Context: an optimization exercise on an open-source flow, tuned for small area, a short achievable clock period and few clock cycles per item. The choices shown serve that exercise and are no tape-out recipe.
In this exercise RTL edits were held to simulation tests only and were not proved equivalent to the original.

==> flow/design.v, too long to show whole: its modules and the start of the top module <==
// module cefu: 185 lines
// module romq_gen: 2049 lines
module cefu (
    input             clk,
    input             rst,
    input             in_valid,
    output            in_ready,
    input      [1:0]  in_op,
    input      [15:0] in_a,
    input      [15:0] in_b,
    output reg        out_valid,
    output reg [15:0] out_res,
    output reg [15:0] out_res2,
    output            out_z,
    output            out_n,
    output reg        out_v
);
  // ...
==> flow/run.sh <==
#!/bin/bash
# synth_recipe.tcl (not shown) runs the flow's synth.tcl, then flattens the netlist and writes it again
# the make line also repeats each setting of config.mk as NAME=value (left out here)
make -C /OpenROAD-flow-scripts/flow DESIGN_CONFIG=/design/flow/config.mk WORK_HOME=/design/flow/orfs CLKGATE_MAP_FILE= SYNTH_SCRIPT=/design/flow/synth_recipe.tcl finish
==> flow/config.mk <==
export PLATFORM = sky130hd
export DESIGN_NAME = cefu
export DESIGN_NICKNAME = cefu
export VERILOG_FILES = /design/flow/design.v
export SDC_FILE = /design/flow/constraint.sdc
export NUM_CORES = 4
export LEC_CHECK = 0
export ABC_AREA = 1
export CAP_MARGIN = 5
export CORE_MARGIN = 2
export CORE_UTILIZATION = 30
export CTS_BUF_LIST = sky130_fd_sc_hd__clkbuf_8
export PLACE_DENSITY = 0.6
export SETUP_SLACK_MARGIN = 5
export SLEW_MARGIN = 5
export SYNTH_MEMORY_MAX_BITS = 16384
==> flow/constraint.sdc <==
create_clock -name core_clock -period 12.0 [get_ports {clk}]
set_input_delay 2.4000 -clock core_clock [delete_from_list [all_inputs] [get_ports {clk}]]
set_output_delay 2.4000 -clock core_clock [all_outputs]
set_load 0.01 [all_outputs]
==> summary.txt, run 1 <==
The run finished with no timing, DRC or antenna violations. The area fraction in and, or, nand and nor cells after synthesis was 0.279. The weighted congestion reported at the end of routability-driven placement is 1.05. The fraction of met3 tracks used by global routing was 0.0425; the number of optimization iterations in the first detailed-route pass was 7. Count of buffers from port buffering: 73. The most used routing layer in global routing was met1. Flip-flop and latch count after synthesis: 130.

For the final core utilization, the log shows 0.341. The family of cells with the greatest summed delay on the critical path was buffers and inverters. The compound-cell area share of the yosys netlist works out to 0.195. Post-CTS repair changed the size of 11 cells. The number of buffers outside the clock class in the layout works out to 123.

The most frequent cell after synthesis was nand2_1. The critical path is of the in2reg type. The final design area excluding fillers was 20100 sq um.

The cell that appears most often on the critical path is nand2_1. The total overflow left after global routing is 0. The shortest clock period the worst path allows after layout was 6.94 ns; the count of sequential standard cells was 130. The sequential portion of the cell area came out at 0.150. The top cell types in the final layout, fill and taps aside, are 649 x nand2_1, 410 x inv_1, 233 x o21ai_0. Setup repair after global routing left no endpoint under its margin. At the pin with the least slew margin, the transition time is 1.13 ns.

The number of buffers created by CTS is 17. The tools report the core footprint as 58900 sq um. Entering global routing, the biggest net connects 76 pins. Area added between synthesis and finish: 12.7%.
Testbench counts, summed over its fixed seeds: cycles 12,255, ops 4,000.
==> run 2, diff against run 1 <==
--- a/flow/config.mk
+++ b/flow/config.mk
@@ -8,9 +8,9 @@
 export ABC_AREA = 1
 export CAP_MARGIN = 5
 export CORE_MARGIN = 2
-export CORE_UTILIZATION = 30
+export CORE_UTILIZATION = 40
 export CTS_BUF_LIST = sky130_fd_sc_hd__clkbuf_8
-export PLACE_DENSITY = 0.6
+export PLACE_DENSITY = 0.7
 export SETUP_SLACK_MARGIN = 5
 export SLEW_MARGIN = 5
 export SYNTH_MEMORY_MAX_BITS = 16384
==> run 2 against run 1 <==
Against the previous run:
- register-to-register slack gained 0.16 ns
- setup slack better by 0.066 ns
- first-iteration DRC count up 13%
- cell area shrank 1.0%
- synthesized area did not move
- maximum frequency up 0.97%
- critical path type unchanged
==> summary.txt, run 2 <==
The run finished with no timing, DRC or antenna violations. Horizontal extent of the die: 215 um.

Across all hold checks on the routed design, the worst slack comes to 0.480 ns. In the final layout, the registers with the most flip-flops are e_r (23), t_r (19), d_r (17). Setup repair after global routing left no endpoint under its margin.

The run gives 7.18 ns as the data arrival time of the critical path. The average vias per placed instance is 5.83. The run gives 0.267 as the tightest slew margin relative to the limit. The shortest clock period the worst path allows after layout works out to 6.88 ns (-0.0665 ns). The tools report the number of antenna violations at the first check in global routing as 0. The count of cells along the worst hold path was 1; the number of DRC markers in iteration 0 was 2829. The post-detailed-route wirelength per cell was 21.6 um. The dominant cell type by area after synthesis is nand2_1. The count of flip-flops with a built-in enable after synthesis works out to 40. The run gives 0.0228 ns as the clock skew. In the synthesized netlist, the cells that appear most often are 652 x nand2_1, 416 x inv_1, 245 x o21ai_0. The total congestion overflow after global routing is 0 (unchanged), and the ratio of final minimum period to clock period is 0.573.

In this run, distinct cell masters in the synthesized netlist total 58. The logs give 10 (+3) for the number of optimization iterations in the first detailed-route pass and 0.169 for the proportion of synthesized chip area in sequential cells. Share of cell area taken by muxes after synthesis: 0.00169.

The startpoint identified for the worst register-to-register timing path is d_r[11]$_DFFE_PP_. The nature of the critical path endpoint is a register. Max-cap violations in this run came to 0. Number of buffers created by CTS: 17 (unchanged).

Kind of start point of the critical path: a primary input. During synthesis, Yosys emitted a total of 4 warnings. The sequential cells in the finished layout cover a total of 3000 sq um. A synthesized cell averages 6.38 sq um. The setup check on the worst reg-to-reg path leaves a slack of 5.48 ns.

Synthesis produced a netlist with a net count of 3054. TritonCTS built the clock tree. The fraction of synthesized cell area taken by the top area cell type is 0.137, and the core footprint is 44100 sq um (-25%). Wire length of the first global-routing pass: 112000 um. The logs give 0 for the count of antenna-violating nets left after detailed routing and 4 for the number of levels the H-tree was split into. Along the worst path, the maximum fanout reaches 17. The startpoint of the most critical hold path is cnt[0]$_SDFF_PP0_. Pin placement for this block handled 74 I/O pins.

For the final-report max-slew violation count, the log shows 0. The run gives 46200 sq um as the overall die area.

In this run the deepest clock path goes through 2 buffers. After clock tree synthesis, the clock-pin slew on the worst setup and hold paths is 0.09 ns. The tools report the endpoint of the most critical register-to-register path as t_r[11]$_DFF_P_. The flip-flop count of the largest register after layout was 23. The tree built by TritonCTS fans out to 130 sinks.

The run gives 0.404 as the starting utilization of the core area. The cell count after synthesis came out at 2794. The clock root buffer was clkbuf_8. The detailed-route DRC error count is 0, and the area fraction in and, or, nand and nor cells after synthesis is 0.279 (unchanged).

The logs give 18570 for the number of global-route vias before repair and 57600 um for the half-perimeter wire length after placement. The proportion of synthesized flip-flops having asynchronous set or reset is 0, and the count of placed standard cells including taps is 3375. At the placement stage, the worst setup path has a slack of 4.27 ns. The library cells used most frequently in the layout, excluding fill and tap cells, are 648 x nand2_1, 409 x inv_1, 233 x o21ai_0. For the weighted congestion reported at the end of routability-driven placement, the log shows 1.06 (+1.5%).

The pin slew with the least headroom to its limit is 1.09 ns (-0.0444 ns), and the worst reg2reg path depth is 42. Compared with the post-synthesis result, the final layout area differs by 11.5%. The count of buffers from port buffering is 73 (unchanged). Across all setup checks in the final design, the least slack found is 5.12 ns. The tools report the overall fraction of global-route tracks in use as 0.313. For hold timing, the worst endpoint is cnt[0]$_SDFF_PP0_. Setup violations remaining at the end of the flow were counted as 0. The flip-flop and latch count after synthesis was 130 (unchanged). The net count of the finished layout is 3094. The min-delay analysis places its worst path in the category reg2reg.

Most flop-heavy register: e_r. The multi-input logic area was 12900 sq um. By instance count, the leading cell after synthesis is nand2_1.

The combined area of all synthesized cells came out at 17800 sq um. The commonest non-fill, non-tap cell in the layout is nand2_1. Worst setup path category: in2reg.

By area, the combinational part of the netlist is dominated by simple AND/OR/NAND/NOR gates. The pin count of the biggest net entering global routing is 62 (-18%). The compound-cell area share of the yosys netlist is 0.195 (unchanged). Post-route non-filler standard cell count: 3440. After detailed routing, the total wire length is 74300 um. The share of cells above drive strength 1 came out at 0.0562. The tools report the data required time at the worst endpoint as 12.30 ns. After floorplanning, the core was divided into 77 placement rows.

In the synthesized netlist the dominant register cell turns out to be dfxtp_1. After routing, the total negative slack on setup checks comes to 0 ns. The clock latency of the later-clocked register in the worst-skew pair came out at 0.50 ns.

The number of fill cells is 4778. The die is 215 um tall. The synthesized-area fraction occupied by adder cells is 0.180, and the number of vias after detailed routing is 20041. For the count of endpoints failing hold in the final timing report, the log shows 0. By area the synthesized netlist is led by nand2_1 14%, ha_1 12%, dfxtp_1 10%, inv_1 8.8%, o21ai_0 6.9%.

For this run, the top clock speed supported by timing is 145 MHz. The xor and xnor area share after synthesis is 0.0585.
## run 2: cells by family (layout without fill, tap and decap cells)
family                     after synthesis  after routing
and+or+nand+nor                       1188           1191
AOI/OAI and AO/OA                      592            592
buffers and inverters                  539            589
adders and majority gates              223            223
DFF                                    130            130
xor gates and xnor gates               119            119
muxes                                    3              3
other                                    0              1
## run 2: how the worst max path moves through the flow
stage                                  from         endpoint
after floorplan            d_r[4]$_DFFE_PP_   t_r[5]$_DFF_P_
after global placement     d_r[4]$_DFFE_PP_   t_r[3]$_DFF_P_
after detailed placement   d_r[4]$_DFFE_PP_   t_r[2]$_DFF_P_
after CTS                  d_r[3]$_DFFE_PP_   t_r[2]$_DFF_P_
after global routing      d_r[11]$_DFFE_PP_  t_r[11]$_DFF_P_
final                              in_a[14]  e_r[16]$_DFF_P_
## run 2: cell type report
type	count	share of cell area
Timing Repair Buffer	131	0.0589
Inverter	426	0.0817
Tap cell	592	0.0373
Multi-Input combinational cell	2128	0.648
Antenna cell	1	0.000126
Clock buffer	20	0.0139
Sequential cell	130	0.151
Clock inverter	12	0.00894
## run 2: what timing repair did
action                     in CTS  in global routing
pin swaps                       1                  5
gates resized for setup         9                 43
buffers inserted                6                 23
setup endpoints to repair      36                 36
hold buffers                    0                  0
cloned                          2                  1
## run 2: worst max-delay path, cell delays in order
cell	delay, ns
clkdlybuf4s50_1	1.02
xor2_1	0.25
nand2_1	0.07
nand2_1	0.08
buf_4	0.30
inv_1	0.19
ha_1	0.48
clkinv_1	0.38
ha_1	0.48
inv_1	0.15
nand2_1	0.13
nand3_1	0.10
nand2_1	0.06
o31ai_1	0.90
a22oi_1	0.17
## run 2: layer usage
metal  wire, um  part of all wire  global-route usage  up-vias
li1           -                 -                   -     9332
met3       8920              0.12              0.0778      227
met5          0                 0                   0        -
met2      30400              0.41               0.458     1306
met1      31500              0.42               0.431     9176
met4       3410             0.046               0.144        0
## run 2: stage by stage
stage                     utilization  area (sq um)
after floorplan                     -         17800
after global placement          0.431         19000
after detailed placement        0.431         19000
after CTS                       0.443         19600
after global routing            0.450         19900
final                           0.450         19900
==> run 3, diff against run 2 <==
--- a/flow/config.mk
+++ b/flow/config.mk
@@ -11,6 +11,6 @@
 export CORE_UTILIZATION = 40
 export CTS_BUF_LIST = sky130_fd_sc_hd__clkbuf_8
 export PLACE_DENSITY = 0.7
-export SETUP_SLACK_MARGIN = 5
+export SETUP_SLACK_MARGIN = 4.5
 export SLEW_MARGIN = 5
 export SYNTH_MEMORY_MAX_BITS = 16384
==> run 3 against run 2 <==
Against the previous run:
- wire length is 0.26% lower
- setup slack got worse by 0.028 ns
- register-to-register slack worse by 0.39 ns
- via count decreased by 0.24%
- synthesized area stayed put
- non-clock buffer count down 21
- maximum frequency decreased by 0.40%
- sequential cell count unchanged
- critical path depth up 27
- critical endpoint is now t_r[11]$_DFF_P_
==> summary.txt, run 3 <==
The kind of start point of the critical path was a register. The count of buffers from port buffering is 73 (unchanged). The mean cell area of the mapped netlist works out to 6.38 sq um (unchanged). The count of final setup violators was 0 (unchanged). TritonCTS built the clock tree. The run gives 19600 sq um (-1.2%) as the final design area excluding fillers.

For the starting utilization of the core area, the log shows 0.404 (unchanged). The run finished with no timing, DRC or antenna violations. The tools report the maximum frequency from static timing analysis as 145 MHz (-0.40%). The worst setup path is captured at a register. In the final layout, the registers with the most flip-flops are e_r (23), t_r (19), d_r (17). The number of distinct library cell variants in the gate-level netlist after synthesis was 58 (unchanged).

The maximum root-to-sink buffer count is 2 (unchanged), and the worst path buffer plus inverter count is 7 (+2). Ranked by total cell area, the synthesized netlist is headed by nand2_1 14%, ha_1 12%, dfxtp_1 10%, inv_1 8.8%, o21ai_0 6.9%. The number of fill cells came out at 4775 (-0.063%). The tools report the final-report max-slew violation count as 0 (unchanged). The pin slew with the least headroom to its limit was 1.16 ns (+0.0696 ns). The fraction of synthesized cell area taken by the top area cell type works out to 0.137 (unchanged). For the setup TNS, the log shows 0 ns (unchanged).

The run gives 77 (unchanged) as the number of core rows. The run gives 3054 (unchanged) as the number of nets in the synthesized netlist. The combined area of all synthesized cells came out at 17800 sq um (unchanged). In this design, the critical path's most frequently occurring cell is nand2_1. Quantity of hold-fixing buffers added after cts: 0 (unchanged). Average vias per placed instance: 5.85 (+0.40%).

The core footprint was 44100 sq um (unchanged); the number of top-level pins was 74 (unchanged). The kind of cell with the highest combined delay along the critical path is simple AND/OR/NAND/NOR gates. The tightest min-delay check is of the reg2reg type. The delay of the slowest critical-path stage works out to 0.42 ns (-0.60 ns). The critical path is of the reg2reg type.

Number of max-cap violations: 0 (unchanged). The global routing usage on met2 came out at 0.455 (-0.00259). The logs give 19992 (-0.24%) for the number of vias after detailed routing and 12.44 ns (+0.14 ns) for the data required time at the worst endpoint. The horizontal extent of the die came out at 215 um (unchanged). The number of global-route vias before repair is 18469 (-0.54%). For the data arrival time of the critical path, the log shows 7.34 ns (+0.16 ns).

The shortest clock period the worst path allows after layout is 6.91 ns (+0.0279 ns), and the flip-flop and latch count after synthesis is 130 (unchanged). In the layout the commonest cells are 649 x nand2_1, 416 x inv_1, 242 x o21ai_0. The logs give 62 (unchanged) for the pin count of the biggest net entering global routing and 4.27 ns (unchanged) for the minimum setup slack after placement. The dominant cell type by area after synthesis was nand2_1. Number of optimization iterations in the first detailed-route pass: 9 (-1). Setup repair after global routing left no endpoint under its margin. The flip-flop count of the largest register after layout is 23 (unchanged), and the clock skew is 0.0218 ns (-0.000980 ns).

The logs give 0.312 (-0.00112) for the overall fraction of global-route tracks in use and 5.09 ns (-0.0279 ns) for the final setup slack of the worst path. The fraction of met3 tracks used by global routing is 0.0745 (-0.00340), and the post-detailed-route wirelength per cell is 21.7 um (+0.39%). Wire length of the first global-routing pass: 111000 um (-0.37%). The half-perimeter wire length after placement was 57600 um (unchanged). For the met1 layer usage reported by global route, the log shows 0.432 (+0.00114).

The run gives 0 (unchanged) as the total congestion overflow after global routing. The clock-pin slew on the worst setup and hold paths was 0.08 ns (about the same); the final core utilization was 0.445 (-0.00542). Most flop-heavy register: e_r. In the post-synthesis netlist, the cell with the most instances is nand2_1.

The number of DRC markers in iteration 0 came out at 3078 (+8.8%). Among all stages on the critical path, the largest delay is contributed by edfxtp_1. The number of buffers created by CTS was 17 (unchanged); the clock latency of the later-clocked register in the worst-skew pair was 0.50 ns (about the same).

The overall die area is 46200 sq um (unchanged), and the count of flip-flops with a built-in enable after synthesis is 40 (unchanged). The tools report the weighted congestion reported at the end of routability-driven placement as 1.06 (unchanged). The run gives 4 (unchanged) as the yosys synthesis warning count. The tools report the proportion of synthesized chip area in sequential cells as 0.169 (unchanged). The maximum fanout count along the critical path was 20 (+3); the wire length after detailed routing was 74100 um (-0.26%).

Most frequently used flop master after synthesis: dfxtp_1. The tools report the tightest slew margin relative to the limit as 0.220 (-0.0470). The library cell used most frequently in the layout, excluding fill and tap cells, is nand2_1. CTS placed an instance of clkbuf_8 at the clock tree root. The chip height was 215 um (unchanged).

The area added between synthesis and finish was 10.2%; the cell area reported after detailed placement was 19000 sq um (unchanged). The proportion of synthesized flip-flops having asynchronous set or reset came out at 0 (unchanged). The run gives 1 (+1) as the number of antenna violations at the first check in global routing. The ratio of final minimum period to clock period came out at 0.575 (+0.00232). Counting instances in the post-synthesis netlist gives the leading cell types as 652 x nand2_1, 416 x inv_1, 245 x o21ai_0. The number of instances in the synthesized netlist was 2794 (unchanged); the count of endpoints failing hold in the final timing report was 0 (unchanged). The tools report the number of levels the H-tree was split into as 4 (unchanged). The logs give 0 (unchanged) for the detailed-route DRC error count and 3072 (-0.71%) for the count of nets after finishing. The layer flagged by global routing as most heavily used is met2. For the number of sinks on the clock net, the log shows 130 (unchanged). The count of antenna-violating nets left after detailed routing was 0 (unchanged). The share of cells above drive strength 1 is 0.0425 (-0.0137).
## run 3: cell counts after synthesis
No cell type changed its count.
## run 3: final cells by class
class | instances | area, sq um | area share
clock inverter | 12 | 178 | 0.00905
clock buffer | 20 | 275 | 0.0140
inverter | 426 | 1620 | 0.0823
multi-input combinational | 2127 | 12800 | 0.652
tap | 592 | 741 | 0.0377
timing repair buffer | 110 | 1010 | 0.0514
antenna | 1 | 2.50 | 0.000127
sequential | 130 | 3000 | 0.153
## run 3: per-layer routing
layer	vias to the layer above	wire length [um]	share of wire
met5	-	13	0.00018
met4	2	3530	0.048
met3	242	9060	0.12
met2	1321	30100	0.41
met1	9141	31400	0.42
li1	9286	-	-
## run 3: cells by family (layout without fill, tap and decap cells)
family / after synthesis / count (layout) / share of synthesized area
and+or+nand+nor: 1188 / 1190 / 0.279
buffers and inverters: 539 / 568 / 0.117
DFF: 130 / 130 / 0.169
xor gates and xnor gates: 119 / 119 / 0.0585
adders and majority gates: 223 / 223 / 0.180
AOI/OAI and AO/OA: 592 / 592 / 0.195
other: 0 / 1 / 0
muxes: 3 / 3 / 0.00169
## run 3: path summary, 6_finish.rpt
kind | startpoint | cells past startpoint | slack [ns] | end
worst min register to register | cnt[0]$_SDFF_PP0_ | 1 | 0.47 | cnt[0]$_SDFF_PP0_
worst min-delay path | cnt[0]$_SDFF_PP0_ | 1 | 0.47 | cnt[0]$_SDFF_PP0_
worst max register to register | d_r[2]$_DFFE_PP_ | 42 | 5.09 | t_r[11]$_DFF_P_
worst max-delay path | d_r[2]$_DFFE_PP_ | 42 | 5.09 | t_r[11]$_DFF_P_
## run 3: stage by stage
step	hold WS [ns]	std cells
after global routing	0.518	3417
after detailed placement	0.459	3375
after CTS	0.479	3407
final	0.474	3418
after global placement	0.444	3375
after floorplan	0.425	2794
## run 3: repair_timing
item                       4_1_cts  5_1_grt
gates resized for setup          2       19
pin swaps                        0        1
setup endpoints to repair       25       36
setup buffers                    0        8
gates cloned                     0        2

## static timing again, ports no longer ideal
How much do the figures lean on ideal ports? The routed layouts below were timed once more, with nothing changed but the port constraints. Step 1 sets driving cells, clkbuf_16 on the clock port and buf_2 on the other inputs (assumed; they add their load-dependent delay and slew). Step 2 adds t to the input delays and takes it off the output delays; t is the mean of the earliest and latest rising clock arrival at the registers after step 1. Input paths then give back, and output paths get back, about the clock's delay inside the block. a / b / c = ideal ports / drivers / drivers and shift; a / b = the first two.
run	t (ns)	slack for setup (ns)	slew at the worst register clock pin (ns)
run 1	0.541	5.056 / 5.056 / 4.515	0.10 / 0.10
run 2	0.538	5.122 / 5.148 / 4.610	0.10 / 0.10
run 3	0.540	5.094 / 5.094 / 4.628	0.10 / 0.10
After both steps every run listed still meets setup and hold. For run 1, which loses most, drivers alone change the setup slack by 0.000 ns; drivers and shift together by -0.541 ns.
